This is an optimization exercise on Yosys and OpenROAD, whose aim is small area, a short achievable clock period and few clock cycles per item, not a production implementation.
Function was checked by simulation only, so behaviour that the tests miss may differ from the original.
Power figures rest on the tool's default switching activity, not on a simulated workload.

==> inputs of run G <==
==> flow/design.v (excerpt) <==
module trig_slots (
    input  wire         clk,
    input  wire         rst,           
    input  wire         arm,
    input  wire [7:0]   cfg_kind,
    input  wire [7:0]   cfg_dir,
    input  wire [3:0]   cfg_nosettle,
    input  wire [95:0]  cfg_level,
    input  wire [63:0]  cfg_on,
    input  wire [63:0]  cfg_off,
    input  wire [19:0]  cfg_l,
    input  wire [19:0]  cfg_s,
    input  wire [3:0]   cfg_lfreeze,
    input  wire         in_valid,
    output wire         in_ready,
    input  wire [31:0]  in_data,
    output reg          res_valid,
    output reg  [3:0]   res_meet,
    output reg  [3:0]   res_active
);
==> module trig_slots, before the edit <==
module trig_slots (
    input  wire         clk,
    input  wire         rst,           
    input  wire         arm,
    input  wire [7:0]   cfg_kind,
    input  wire [7:0]   cfg_dir,
    input  wire [3:0]   cfg_nosettle,
    input  wire [95:0]  cfg_level,
    input  wire [63:0]  cfg_on,
    input  wire [63:0]  cfg_off,
    input  wire [19:0]  cfg_l,
    input  wire [19:0]  cfg_s,
    input  wire [3:0]   cfg_lfreeze,
    input  wire         in_valid,
    output wire         in_ready,
    input  wire [31:0]  in_data,
    output reg          res_valid,
    output reg  [3:0]   res_meet,
    output reg  [3:0]   res_active
);
    assign in_ready = 1'b1;
    reg        smp_v;
    reg [23:0] smp_x;
    reg [23:0] smp_a;                             
    reg        smp_settle, smp_stale, smp_fill;
    wire [23:0] in_x = in_data[31:8];
    always @(posedge clk) begin
        smp_v      <= in_valid & ~rst;
        smp_x      <= in_x;
        smp_a      <= in_x[23] ? (~in_x + 24'd1) : in_x;
        smp_settle <= in_data[0];
        smp_stale  <= in_data[3];
        smp_fill   <= in_data[6];
    end
    wire        forget = smp_fill | smp_stale;    
    wire        ev_all = ~forget;                 
    wire        ev_ns  = ~forget & ~smp_settle;   
    reg arm_d;
    always @(posedge clk) arm_d <= arm & ~rst;
    reg [20:0] cnt_all, cnt_ns;
    always @(posedge clk) begin
        if (arm) begin
            cnt_all <= 21'd0;
            cnt_ns  <= 21'd0;
        end else if (smp_v) begin
            cnt_all <= cnt_all + {20'd0, ev_all};
            cnt_ns  <= cnt_ns  + {20'd0, ev_ns};
        end
    end
    reg b_any;
    always @(posedge clk) begin
        b_any     <= smp_v & ~rst;
        res_valid <= b_any & ~rst;
    end
    genvar g;
    generate
        for (g = 0; g < 4; g = g + 1) begin : slot
            reg [1:0]  kind;
            reg [1:0]  dir;
            reg        nosettle;
            reg [23:0] level;
            reg [15:0] on_r, off_r;
            reg [4:0]  l_r, s_r;
            reg        lfreeze;
            reg [39:0] sta, lta;
            reg        active, warm;
            reg        big;           
            reg        has_prev, p_lt, p_gt;
            reg        b_v;           
            reg        b_sl;          
            reg        b_ready;       
            reg        b_lm;          
            reg [24:0] kb_r;          
            wire is_lvl = (kind == 2'd1);
            wire is_sl  = (kind == 2'd3);
            wire eval   = nosettle ? ev_ns : ev_all;
            wire [20:0] n = nosettle ? cnt_ns : cnt_all;
            wire ready  = warm | (n == (21'd1 << l_r));
            wire x_lt = $signed(smp_x) < $signed(level);
            wire x_gt = $signed(smp_x) > $signed(level);
            wire lvl_meet = has_prev &
                            (((dir == 2'd0 || dir == 2'd2) && p_lt && !x_lt) ||
                             ((dir == 2'd1 || dir == 2'd2) && p_gt && !x_gt));
            wire [39:0] sta_n, lta_n;
            ts_upd u_sta (.v(sta), .a(smp_a), .sh(s_r), .y(sta_n));
            ts_upd u_lta (.v(lta), .a(smp_a), .sh(l_r), .y(lta_n));
            wire a_sl = smp_v & is_sl & eval;
            wire [39:0] lam = {lta[39:17], lta[16] | ~big, lta[15:0] & {16{big}}};
            wire        ge;
            wire [24:0] kb_on, kb_off;
            ts_benc e_on  (.k(on_r),  .kb(kb_on));
            ts_benc e_off (.k(off_r), .kb(kb_off));
            ts_cmp u_cmp (.s(sta), .lam(lam), .kb(kb_r), .ge(ge));
            wire act_b  = b_ready ? ge : active;
            wire meet_b = b_ready & ~active & ge;
            wire act_nx = arm_d ? 1'b0 : (b_v ? act_b : active);
            always @(posedge clk) begin
                if (rst)
                    kind <= 2'd0;
                else if (arm)
                    kind <= cfg_kind[2*g +: 2];
                if (arm) begin
                    dir      <= cfg_dir[2*g +: 2];
                    nosettle <= cfg_nosettle[g];
                    level    <= cfg_level[24*g +: 24];
                    on_r     <= cfg_on[16*g +: 16];
                    off_r    <= cfg_off[16*g +: 16];
                    l_r      <= cfg_l[5*g +: 5];
                    s_r      <= cfg_s[5*g +: 5];
                    lfreeze  <= cfg_lfreeze[g];
                end
                b_v     <= a_sl & ~rst;
                b_sl    <= is_sl;
                b_ready <= ready;
                b_lm    <= smp_v & is_lvl & eval & lvl_meet;
                kb_r    <= act_nx ? kb_off : kb_on;
                if (arm_d) begin
                    sta      <= 40'd0;
                    lta      <= 40'd0;
                    big      <= 1'b0;
                    warm     <= 1'b0;
                    has_prev <= 1'b0;
                end else begin
                    if (a_sl) begin
                        sta  <= sta_n;
                        warm <= ready;
                        if (!(act_nx && lfreeze)) begin
                            lta <= lta_n;
                            big <= |lta_n[39:16];
                        end
                    end
                    if (smp_v && is_lvl) begin
                        if (forget) begin
                            has_prev <= 1'b0;
                        end else if (eval) begin
                            has_prev <= 1'b1;
                            p_lt     <= x_lt;
                            p_gt     <= x_gt;
                        end
                    end
                end
                active <= act_nx;
                if (b_any) begin
                    res_meet[g]   <= b_v ? meet_b : b_lm;
                    res_active[g] <= b_sl & (b_v ? act_b : active);
                end
            end
        end
    endgenerate
endmodule
==> module ts_upd, before the edit <==
module ts_upd (
    input  wire [39:0] v,
    input  wire [23:0] a,
    input  wire [4:0]  sh,
    output wire [39:0] y
);
    wire [40:0] d = {1'b0, a, 16'd0} - {1'b0, v};
    wire        n = d[40];
    wire [40:0] q = $signed(d) >>> sh;
    wire [20:0] f;
    assign f[0] = 1'b0;
    genvar j;
    generate
        for (j = 1; j <= 20; j = j + 1) begin : rc
            if (j == 1) begin : b1
                assign f[j] = d[0] & ~n;
            end else begin : bn
                assign f[j] = d[j-1] & (~n | (|d[j-2:0]));
            end
        end
    endgenerate
    wire rb = f[sh];
    assign y = v + q[39:0] + {39'd0, rb};
endmodule
Settings: LEC_CHECK=0, CAP_MARGIN=20, CORE_MARGIN=2, CORE_UTILIZATION=50, PLACE_DENSITY=0.65, SLEW_MARGIN=20; clock period 34.0 ns.
run.sh (not shown) runs the stock make flow with config.mk's settings and CLKGATE_MAP_FILE= SYNTH_SCRIPT=/design/flow/synth_recipe.tcl, a recipe that flattens the netlist after the stock synthesis.
==> inputs of run H, as changes to run G <==
--- a/flow/design.v
+++ b/flow/design.v
@@ -23,4 +23,5 @@
     reg [23:0] smp_x;
     reg [23:0] smp_a;                             
+    reg        smp_neg;                           
     reg        smp_settle, smp_stale, smp_fill;
     wire [23:0] in_x = in_data[31:8];
@@ -28,5 +29,6 @@
         smp_v      <= in_valid & ~rst;
         smp_x      <= in_x;
-        smp_a      <= in_x[23] ? (~in_x + 24'd1) : in_x;
+        smp_a      <= in_x ^ {24{in_x[23]}};
+        smp_neg    <= in_x[23];
         smp_settle <= in_data[0];
         smp_stale  <= in_data[3];
@@ -57,7 +59,5 @@
         for (g = 0; g < 4; g = g + 1) begin : slot
             reg [1:0]  kind;
-            reg [1:0]  dir;
             reg        nosettle;
-            reg [23:0] level;
             reg [15:0] on_r, off_r;
             reg [4:0]  l_r, s_r;
@@ -65,5 +65,4 @@
             reg [39:0] sta, lta;
             reg        active, warm;
-            reg        big;           
             reg        has_prev, p_lt, p_gt;
             reg        b_v;           
@@ -73,4 +72,6 @@
             reg [24:0] kb_r;          
             wire is_lvl = (kind == 2'd1);
+            wire [23:0] level = {off_r[7:0], on_r};
+            wire [1:0]  dir   = off_r[9:8];
             wire is_sl  = (kind == 2'd3);
             wire eval   = nosettle ? ev_ns : ev_all;
@@ -83,7 +84,8 @@
                              ((dir == 2'd1 || dir == 2'd2) && p_gt && !x_gt));
             wire [39:0] sta_n, lta_n;
-            ts_upd u_sta (.v(sta), .a(smp_a), .sh(s_r), .y(sta_n));
-            ts_upd u_lta (.v(lta), .a(smp_a), .sh(l_r), .y(lta_n));
+            ts_upd u_sta (.v(sta), .a(smp_a), .ai(smp_neg), .sh(s_r), .y(sta_n));
+            ts_upd u_lta (.v(lta), .a(smp_a), .ai(smp_neg), .sh(l_r), .y(lta_n));
             wire a_sl = smp_v & is_sl & eval;
+            wire        big = |lta[39:16];
             wire [39:0] lam = {lta[39:17], lta[16] | ~big, lta[15:0] & {16{big}}};
             wire        ge;
@@ -101,9 +103,13 @@
                     kind <= cfg_kind[2*g +: 2];
                 if (arm) begin
-                    dir      <= cfg_dir[2*g +: 2];
                     nosettle <= cfg_nosettle[g];
-                    level    <= cfg_level[24*g +: 24];
-                    on_r     <= cfg_on[16*g +: 16];
-                    off_r    <= cfg_off[16*g +: 16];
+                    if (cfg_kind[2*g +: 2] == 2'd1) begin
+                        on_r       <= cfg_level[24*g +: 16];
+                        off_r[9:0] <= {cfg_dir[2*g +: 2], cfg_level[24*g+16 +: 8]};
+                    end else begin
+                        on_r       <= cfg_on[16*g +: 16];
+                        off_r[9:0] <= cfg_off[16*g +: 10];
+                    end
+                    off_r[15:10] <= cfg_off[16*g+10 +: 6];
                     l_r      <= cfg_l[5*g +: 5];
                     s_r      <= cfg_s[5*g +: 5];
@@ -118,5 +124,4 @@
                     sta      <= 40'd0;
                     lta      <= 40'd0;
-                    big      <= 1'b0;
                     warm     <= 1'b0;
                     has_prev <= 1'b0;
@@ -125,8 +130,6 @@
                         sta  <= sta_n;
                         warm <= ready;
-                        if (!(act_nx && lfreeze)) begin
+                        if (!(act_nx && lfreeze))
                             lta <= lta_n;
-                            big <= |lta_n[39:16];
-                        end
                     end
                     if (smp_v && is_lvl) begin
@@ -141,8 +144,6 @@
                 end
                 active <= act_nx;
-                if (b_any) begin
-                    res_meet[g]   <= b_v ? meet_b : b_lm;
-                    res_active[g] <= b_sl & (b_v ? act_b : active);
-                end
+                res_meet[g]   <= b_v ? meet_b : b_lm;
+                res_active[g] <= b_sl & (b_v ? act_b : active);
             end
         end
@@ -152,8 +153,12 @@
     input  wire [39:0] v,
     input  wire [23:0] a,
+    input  wire        ai,
     input  wire [4:0]  sh,
     output wire [39:0] y
 );
-    wire [40:0] d = {1'b0, a, 16'd0} - {1'b0, v};
+    wire        bl = |v[15:0];
+    wire [24:0] dh = {1'b0, a} + {1'b1, ~v[39:16]} + {24'd0, ai} + {24'd0, ~bl};
+    wire [15:0] dl = 16'd0 - v[15:0];
+    wire [40:0] d  = {dh, dl};
     wire        n = d[40];
     wire [40:0] q = $signed(d) >>> sh;
==> flow/flow/run.sh (new file) <==
#!/bin/bash
set -e
export SETUP_SLACK_MARGIN=25.5
echo "export SETUP_SLACK_MARGIN = 25.5" >> config.mk
bash standard.sh > standard.log 2>&1
==> flow/standard.sh (new file) <==
#!/bin/bash
# synth_recipe.tcl (not shown) runs the flow's synth.tcl, then flattens the netlist and writes it again
# the make line also repeats each setting of config.mk as NAME=value (left out here)
make -C /OpenROAD-flow-scripts/flow DESIGN_CONFIG=/design/flow/config.mk WORK_HOME=/design/flow/orfs CLKGATE_MAP_FILE= SYNTH_SCRIPT=/design/flow/synth_recipe.tcl "${@:-finish}"
CAP_MARGIN = 60   (was 20)
SETUP_SLACK_MARGIN = 25.5   (was unset)
SLEW_MARGIN = 60   (was 20)
removed: flow/run.sh
==> inputs of run C, as changes to run G <==
CORE_UTILIZATION = 30   (was 50)
PLACE_DENSITY = 0.5   (was 0.65)
==> results.txt <==
quantity                                                           run H             run G             run C
Antenna cells                                                         32                16                18
Proportion of final cell area spent on non-clock buffers           5.00%             3.92%             3.96%
Required time of the critical path                              27.20 ns          34.75 ns          34.76 ns
Capturing element type of the critical path                  output port          register          register
Fraction of the mapped netlist area in compound gates              22.4%             23.6%             23.6%
Worst hold path startpoint                                  slot[0].b_sl  slot[2].has_prev  slot[2].has_prev
Area taken by multi-input logic gates                         117000 µm²        115000 µm²        115000 µm²
Leakage power total                                              62.4 nW           61.5 nW           61.8 nW
Count of mapped cells out of synthesis                             17343             17863             17863
Result of the run                                         finished clean    finished clean    finished clean
Number of placement rows                                             196               198               255
Multi-input logic portion of the cell area                         75.3%             73.8%             72.1%
Switching share of total power                                     50.8%             48.8%             49.3%
Met1 Resource Use GR                                               46.4%             44.5%             30.6%
Seq. cell area                                                 16900 µm²         20100 µm²         20100 µm²
Count of flip-flops and latches                                      744               852               852
Power consumed by combinational cells                            6.91 mW           5.55 mW           5.60 mW
Avg Vias per Cell                                                   6.37              6.29              5.54
Detailed-router iteration count before antenna repair                  7                 6                 8
Testbench counts of run G, summed over its fixed seeds: cycles 32,056, items 32,000.
Testbench counts of run H, summed over its fixed seeds: cycles 32,056, items 32,000.
Testbench counts of run C, summed over its fixed seeds: cycles 32,056, items 32,000.

## port drivers added, routing unchanged
The flow's constraints put no driver on any port. The routed layouts listed below were extracted and timed again, unchanged, in two steps.
Step 1 assumes that a clkbuf_16 drives the clock port and a buf_2 every other input.
Step 2 adds t to the input delays and takes it off the output delays; t is the mean of the earliest and latest rising clock arrival at the registers after step 1. Input paths then give back, and output paths get back, about the clock's delay inside the block.
Three values: ideal, step 1, step 2; two values: the first two.
run	t, ns	setup WS [ns]	latest minus earliest clock arrival (ns)	slew at the worst register clock pin (ns)	worst data-port slew with drivers (ns)
run G	0.994	24.494 / 24.494 / 23.786	0.101 / 0.102	0.07 / 0.07	0.09
run H	0.962	25.714 / 25.621 / 25.000	0.051 / 0.052	0.07 / 0.07	0.21
run C	1.026	24.198 / 24.198 / 23.799	0.141 / 0.141	0.07 / 0.07	0.29
After both steps setup and hold are still met in every run listed. The setup slack of run H, which loses most, moves by -0.093 ns with the drivers and by -0.714 ns with both steps.
